Source: an optimization exercise on an open RTL-to-GDS flow (aim: small area). Production flows keep margins and buffers that such runs may drop. The RTL was checked by simulation tests, not by an equivalence proof against the original design. No activity file was given, so power comes from the tool's default toggle rates.

File: flow/run.sh
#!/bin/bash
# synth_recipe.tcl (not shown) runs the flow's synth.tcl, then flattens the netlist and writes it again
# the make line also repeats each setting of config.mk as NAME=value (left out here)
make -C /OpenROAD-flow-scripts/flow DESIGN_CONFIG=/design/flow/config.mk WORK_HOME=/design/flow/orfs CLKGATE_MAP_FILE= SYNTH_SCRIPT=/design/flow/synth_recipe.tcl finish
File: flow/config.mk
export PLATFORM = sky130hd
export DESIGN_NAME = ctl_decim
export DESIGN_NICKNAME = ctl_decim
export VERILOG_FILES = /design/flow/design.v
export SDC_FILE = /design/flow/constraint.sdc
export NUM_CORES = 4
export LEC_CHECK = 0
export CAP_MARGIN = 20
export CORE_MARGIN = 2
export CORE_UTILIZATION = 40
export SLEW_MARGIN = 20
File: flow/constraint.sdc
create_clock -name core_clock -period 12.0 [get_ports {clk}]
set_input_delay 2.4000 -clock core_clock [delete_from_list [all_inputs] [get_ports {clk}]]
set_output_delay 2.4000 -clock core_clock [all_outputs]
set_load 0.01 [all_outputs]
File: flow/design.v
module ctl_decim_chan (
    input  wire        clk,
    input  wire        rst,
    input  wire        bs,           
    input  wire        wr,           
    input  wire [1:0]  wr_sel,       
    input  wire [17:0] wr_data,
    output reg         wr_refused,   
    output reg         out_valid,
    output reg  [23:0] out_data
);
    reg               en;
    reg        [1:0]  cord;          
    reg        [1:0]  cosr;          
    reg signed [17:0] offset;        
    reg signed [17:0] drift;         
    reg signed [15:0] gain;          
    wire cfg_fields_change = (wr_data[4:1] != {cosr, cord});
    wire refuse = wr && en && ((wr_sel != 2'd0) || cfg_fields_change);
    wire take   = wr && !refuse;
    wire start  = take && (wr_sel == 2'd0) && !en && wr_data[0];
    always @(posedge clk) begin
        if (rst) begin
            en         <= 1'b0;
            cord       <= 2'd2;
            cosr       <= 2'd2;
            offset     <= 18'sd0;
            drift      <= 18'sd0;
            gain       <= 16'sd4096;
            wr_refused <= 1'b0;
        end else begin
            wr_refused <= refuse;
            if (take) begin
                case (wr_sel)
                    2'd0: begin
                        en   <= wr_data[0];
                        cord <= wr_data[2:1];
                        cosr <= wr_data[4:3];
                    end
                    2'd1: offset <= wr_data[17:0];
                    2'd2: drift  <= wr_data[17:0];
                    default: gain <= wr_data[15:0];
                endcase
            end
        end
    end
    reg  signed [21:0] i1, i2, i3, i4;
    reg  signed [21:0] z1, z2, z3, z4;
    reg         [4:0]  bitcnt;
    reg         [2:0]  wcnt;         
    wire signed [21:0] x   = bs ? 22'sd1 : -22'sd1;
    wire signed [21:0] i1n = i1 + x;
    wire signed [21:0] i2n = i2 + i1n;
    wire signed [21:0] i3n = i3 + i2n;
    wire signed [21:0] i4n = i4 + i3n;
    reg  signed [21:0] y0;
    always @(*) begin
        case (cord)
            2'd0: y0 = i1n;
            2'd1: y0 = i2n;
            2'd2: y0 = i3n;
            default: y0 = i4n;
        endcase
    end
    wire [4:0] osr_m1 = (5'd4 << cosr) - 5'd1;
    wire       last   = (bitcnt == osr_m1);
    reg               y_valid;
    reg signed [21:0] y;
    always @(posedge clk) begin
        if (start) begin
            i1 <= 22'sd0; i2 <= 22'sd0; i3 <= 22'sd0; i4 <= 22'sd0;
            bitcnt <= 5'd0;
            wcnt   <= 3'd0;
        end else if (en) begin
            i1 <= i1n; i2 <= i2n; i3 <= i3n; i4 <= i4n;
            if (last) begin
                bitcnt <= 5'd0;
                if (wcnt != 3'd4)
                    wcnt <= wcnt + 3'd1;
            end else begin
                bitcnt <= bitcnt + 5'd1;
            end
        end
    end
    always @(posedge clk) begin
        if (rst)
            y_valid <= 1'b0;
        else
            y_valid <= en && last;
        if (en && last)
            y <= y0;
    end
    wire signed [21:0] d1 = y  - z1;
    wire signed [21:0] d2 = d1 - z2;
    wire signed [21:0] d3 = d2 - z3;
    wire signed [21:0] d4 = d3 - z4;
    reg  signed [21:0] dn;
    always @(*) begin
        case (cord)
            2'd0: dn = d1;
            2'd1: dn = d2;
            2'd2: dn = d3;
            default: dn = d4;
        endcase
    end
    wire [4:0] n_ord   = {3'd0, cord} + 5'd1;
    wire [4:0] log_osr = {3'd0, cosr} + 5'd2;
    wire [4:0] shamt   = 5'd20 - n_ord * log_osr;
    wire signed [21:0] raw = dn <<< shamt;
    reg               r_valid;
    reg signed [21:0] r;
    always @(posedge clk) begin
        if (start) begin
            z1 <= 22'sd0; z2 <= 22'sd0; z3 <= 22'sd0; z4 <= 22'sd0;
        end else if (y_valid) begin
            z1 <= y; z2 <= d1; z3 <= d2; z4 <= d3;
        end
    end
    always @(posedge clk) begin
        if (rst)
            r_valid <= 1'b0;
        else
            r_valid <= y_valid && (wcnt > {1'b0, cord});
        r <= raw;
    end
    reg               d_valid;
    reg signed [22:0] diff;
    always @(posedge clk) begin
        if (rst)
            d_valid <= 1'b0;
        else
            d_valid <= r_valid;
        diff <= r - offset - drift;
    end
    wire signed [38:0] prod    = diff * gain;
    wire signed [38:0] rounded = (prod + 39'sd2048) >>> 12;
    wire signed [23:0] sat     = (rounded >  39'sd8388607) ? 24'sh7FFFFF :
                                 (rounded < -39'sd8388608) ? 24'sh800000 :
                                 rounded[23:0];
    always @(posedge clk) begin
        if (rst)
            out_valid <= 1'b0;
        else
            out_valid <= d_valid;
        if (d_valid)
            out_data <= sat;
    end
endmodule
module ctl_decim (
    input  wire         clk,
    input  wire         rst,
    input  wire [7:0]   bs_in,
    input  wire         cfg_we,
    input  wire [2:0]   cfg_ch,
    input  wire [1:0]   cfg_sel,
    input  wire [17:0]  cfg_wdata,
    output wire [7:0]   out_valid,
    output wire [191:0] out_data,
    output wire         cfg_err
);
    wire [7:0] refused;
    genvar c;
    generate
        for (c = 0; c < 8; c = c + 1) begin : g_ch
            ctl_decim_chan u_ch (
                .clk        (clk),
                .rst        (rst),
                .bs         (bs_in[c]),
                .wr         (cfg_we && (cfg_ch == c)),
                .wr_sel     (cfg_sel),
                .wr_data    (cfg_wdata),
                .wr_refused (refused[c]),
                .out_valid  (out_valid[c]),
                .out_data   (out_data[24*c +: 24])
            );
        end
    endgenerate
    assign cfg_err = |refused;
endmodule
==> notes.md <==
## final timing paths
check	start	end	slack, ns
worst min register to register	g_ch[5].u_ch.r_valid$_SDFF_PP0_	g_ch[5].u_ch.d_valid$_SDFF_PP0_	0.43
worst min-delay path	g_ch[5].u_ch.r_valid$_SDFF_PP0_	g_ch[5].u_ch.d_valid$_SDFF_PP0_	0.43
worst max-delay path	bs_in[5]	g_ch[5].u_ch.y[21]$_DFFE_PP_	2.19
worst max register to register	g_ch[0].u_ch.gain[6]$_SDFFE_PP0P_	g_ch[0].u_ch.out_data[22]$_SDFFCE_PN1P_	2.41
## cell usage after synthesis (all sizes together), types with 179 or more instances
library cell and number:
fa 3128, a22o 606, a31oi 179, and2 1188
nor3 393, nand3 290, nor2b 298, nor2 2573
nand2 2825, clkbuf 1170, xnor2 1134, a21o 498
a21oi 1411, a211oi 207, ha 2384, o21a 255
edfxtp 368, inv 4772, nand2b 294, mux2i 1300
dfxtp 2328, xor2 484, o21ai 981
## layer usage
| metal | global-route usage [%] | routed length (um) |
|---|---|---|
| met1 | 29.03 | 345600 |
| met2 | 34.07 | 334900 |
| met3 | 2.792 | 40800 |
| met4 | 4.622 | 16500 |
| met5 | 0 | 35 |
## cell type report
cell class	instances	area [sq um]
clock inverters	188	2414
clock buffers	456	9739
well taps	9240	11560
inverters	4780	17940
diodes	20	50.05
fillers	67520	391600
multi-input cells	22700	199100
repair buffers	549	4772
flip-flops and latches	2696	57710
## metrics by stage
| step | power (mW) | cell area, sq um | setup slack [ns] |
|---|---|---|---|
| after global routing | 93.00 | 303300 | 1.362 |
| after global placement | 72.27 | 290900 | 1.138 |
| after floorplan | 59.07 | 279200 | 2.835 |
| final | 85.07 | 303300 | 2.190 |
| after CTS | 85.03 | 303100 | 2.353 |
| after detailed placement | 73.24 | 291000 | 1.262 |
## cells by family after synthesis
logic type,after synthesis,synth area share (%)
multiplexers,1377,4.996
adder cells (fa/ha/maj),5512,33.12
AND/OR/NAND/NOR,8572,14.18
flip-flops,2696,20.65
XOR/XNOR,1628,5.162
buffers and inverters,6044,8.147
AO/OA/AOI/OAI,5604,13.74
other,1,0.001343
## power by group through the flow
stage,logic (mW),registers (mW),clock network [mW]
2_1_floorplan,46.0,13.1,0
3_3_place_gp,57.7,14.5,0
3_5_place_dp,58.7,14.5,0
4_1_cts,59.1,14.4,11.5
5_1_grt,66.5,14.7,11.9
6_report,59.5,14.4,11.2
## worst reg2reg max path, stage by stage, from the launching register on
cell and delay, ns:
dfxtp_1 0.88, buf_4 0.31, nand2_1 0.09, fa_1 0.50
inv_1 0.05, fa_1 0.47, inv_1 0.05, fa_1 0.48
fa_1 0.56, inv_1 0.05, fa_1 0.48, inv_1 0.06
fa_1 0.48, inv_1 0.06, ha_1 0.29, and4_1 0.19
o211ai_1 0.21, a21oi_1 0.19, o2111ai_1 0.26, nand2_1 0.20
a211oi_1 0.46, o21ai_1 0.28, a21oi_1 0.30, nor2_1 0.13
o311ai_1 0.85, o41a_1 0.89, o21ai_0 0.43
==> impl_metrics.yaml <==
status:
  status: "complete, no violations"
sta:
  relSlewSlack_pct: 19.66
  final-setup-viol-count: 0
  layout_min_cycle_time_ns: 9.810
  min_period_over_period_pct: 81.75
  fin_setup_tns_ns: 0
  rsz0062_at_grt: "false"
  tightest_slew_ns: 1.203
  finClkSkew_ns: 0.07004
  slew_viol_final: 0
  fmax_ghz: 0.1019
  hold_viol: 0
  hold-worst-slack_ns: 0.4266
synthesis:
  synthTopCellsByArea: "fa_1 22%, dfxtp_1 17%, ha_1 11%"
  netlist_area_sq_mm: 0.2791
  synth_cell_types: 105
  synthFlopType: "dfxtp_1"
  synth_area_per_cell_sq_um: 8.880
  ys_seq_area_share_pct: 20.65
  synth-edff-count: 368
  ys_ff_latch: 2696
  synth_top_area_cell: "fa_1"
  yosys_warnings: 1
  ys_async_sr_fraction_pct: 0
  synth_top_area_share_pct: 22.43
  netlist_instances: 31430
routing:
  vias: 214600
  drc: 0
  ant_nets: 0
  drt_pre_antenna_iters: 6
  vias_per_cell: 5.282
  wirelength_um: 737900
  wire_per_inst_um: 18.16
  drt_iter0_markers: 13240
die:
  coreArea_sq_mm: 0.6949
  io-pin-count: 235
  rows: 306
  start_util_pct: 40.17
  die_height_um: 839.4
  die_w_um: 839.4
  dieArea_sq_mm: 0.7046
setup_path:
  worst_setup_path_end_kind: "register"
  path_max_fanout: 20
  crit_cells: 35
  cp_slowest_cell: "clkdlybuf4s50_1"
  cp.arrival_ns: 10.56
  worst-path-buf-inv: 2
  cp_common_cell: "a21oi_1"
  rr_worst_depth: 26
  worstPathRequired_ns: 12.75
  crit_family: "compound AO/OA/AOI/OAI gates"
  start_kind: "input port"
  slowest_delay_ns: 0.71
  crit_type: "in -> reg"
cells_and_area:
  largestRegisters: "g_ch.u_ch.out_data x192, g_ch.u_ch.diff x184"
  layout_common_cells: "4765 x inv_1, 3128 x fa_1, 2823 x nand2_1, 2554 x nor2_1, 2360 x ha_1"
  fin_cells: 40630
  final_common_cell: "inv_1"
  fin_nets: 36620
  drive_gt1_share_pct: 4.048
  top_register: "g_ch.u_ch.out_data"
  area_growth_pct: 8.659
  largest_reg_flops: 192
  postLayoutCoreUtil_pct: 43.65
clock_network:
  cts_made_buffers: 345
  worstSkewPairLatency_ns: 1.04
  post-cts-setup-buffers: 0
  cts_hold_buffers: 0
  ctsLongestPathBuffers: 4
  tritoncts: "done"
  htreeDepth: 5
  cts_resized: 0
  root_buffer: "clkbuf_16"
  clk_pin_slew_ns: 0.06
  clock_sinks: 2696
power_and_ir_drop:
  power.switching_mw: 41.93
  swShare_pct: 49.29
  p_leak_nw: 136.5
  power.internal_mw: 43.14
  seqPwrFrac_pct: 16.9
  peakVddDrop_uv: 211.7
  power.density_mw_per_mm2: 280.5
  combPwrFrac_pct: 69.9
  pwr-share-clk_pct: 13.1
global_route:
  grt_use_total_pct: 20.72
  grt_pass1_wl_um: 1196000
  antenna_found_initial: 50
  grt_max_degree: 93
  grt_pass1_vias: 219100
  grt.overflow.total: 0
placement:
  io_buffers: 234
  dpl.cell_count: 39960
  gp_congestion: 0.8720
  hpwl_um: 549900
min_path:
  whs_path_depth: 1
  holdCritPathClass: "reg -> reg"
job:
  drv_cap: 0

## separate check: timing with driven ports
The results above use ideal ports. As a check the final layout listed here was re-extracted and re-timed, cells and wires unchanged.
Step 1 assumes that a clkbuf_16 drives the clock port and a buf_2 every other input.
Step 2 also shifts input and output timing later by t, the mid clock arrival at the registers, as if the neighbouring blocks saw the same clock.
a / b / c = no drivers / after step 1 / after step 2; a / b = the first two.
shift t [ns]: 1.123
setup WS [ns]: 2.190 / 1.986 / 0.862
worst setup path after step 2: input to register
worst register clock-pin slew, ns: 0.07 / 0.07
worst slew at a driven data input, ns: 0.40
After both steps setup and hold are still met in this run. The setup slack of this run moves by -0.204 ns with the drivers and by -1.328 ns with both steps.
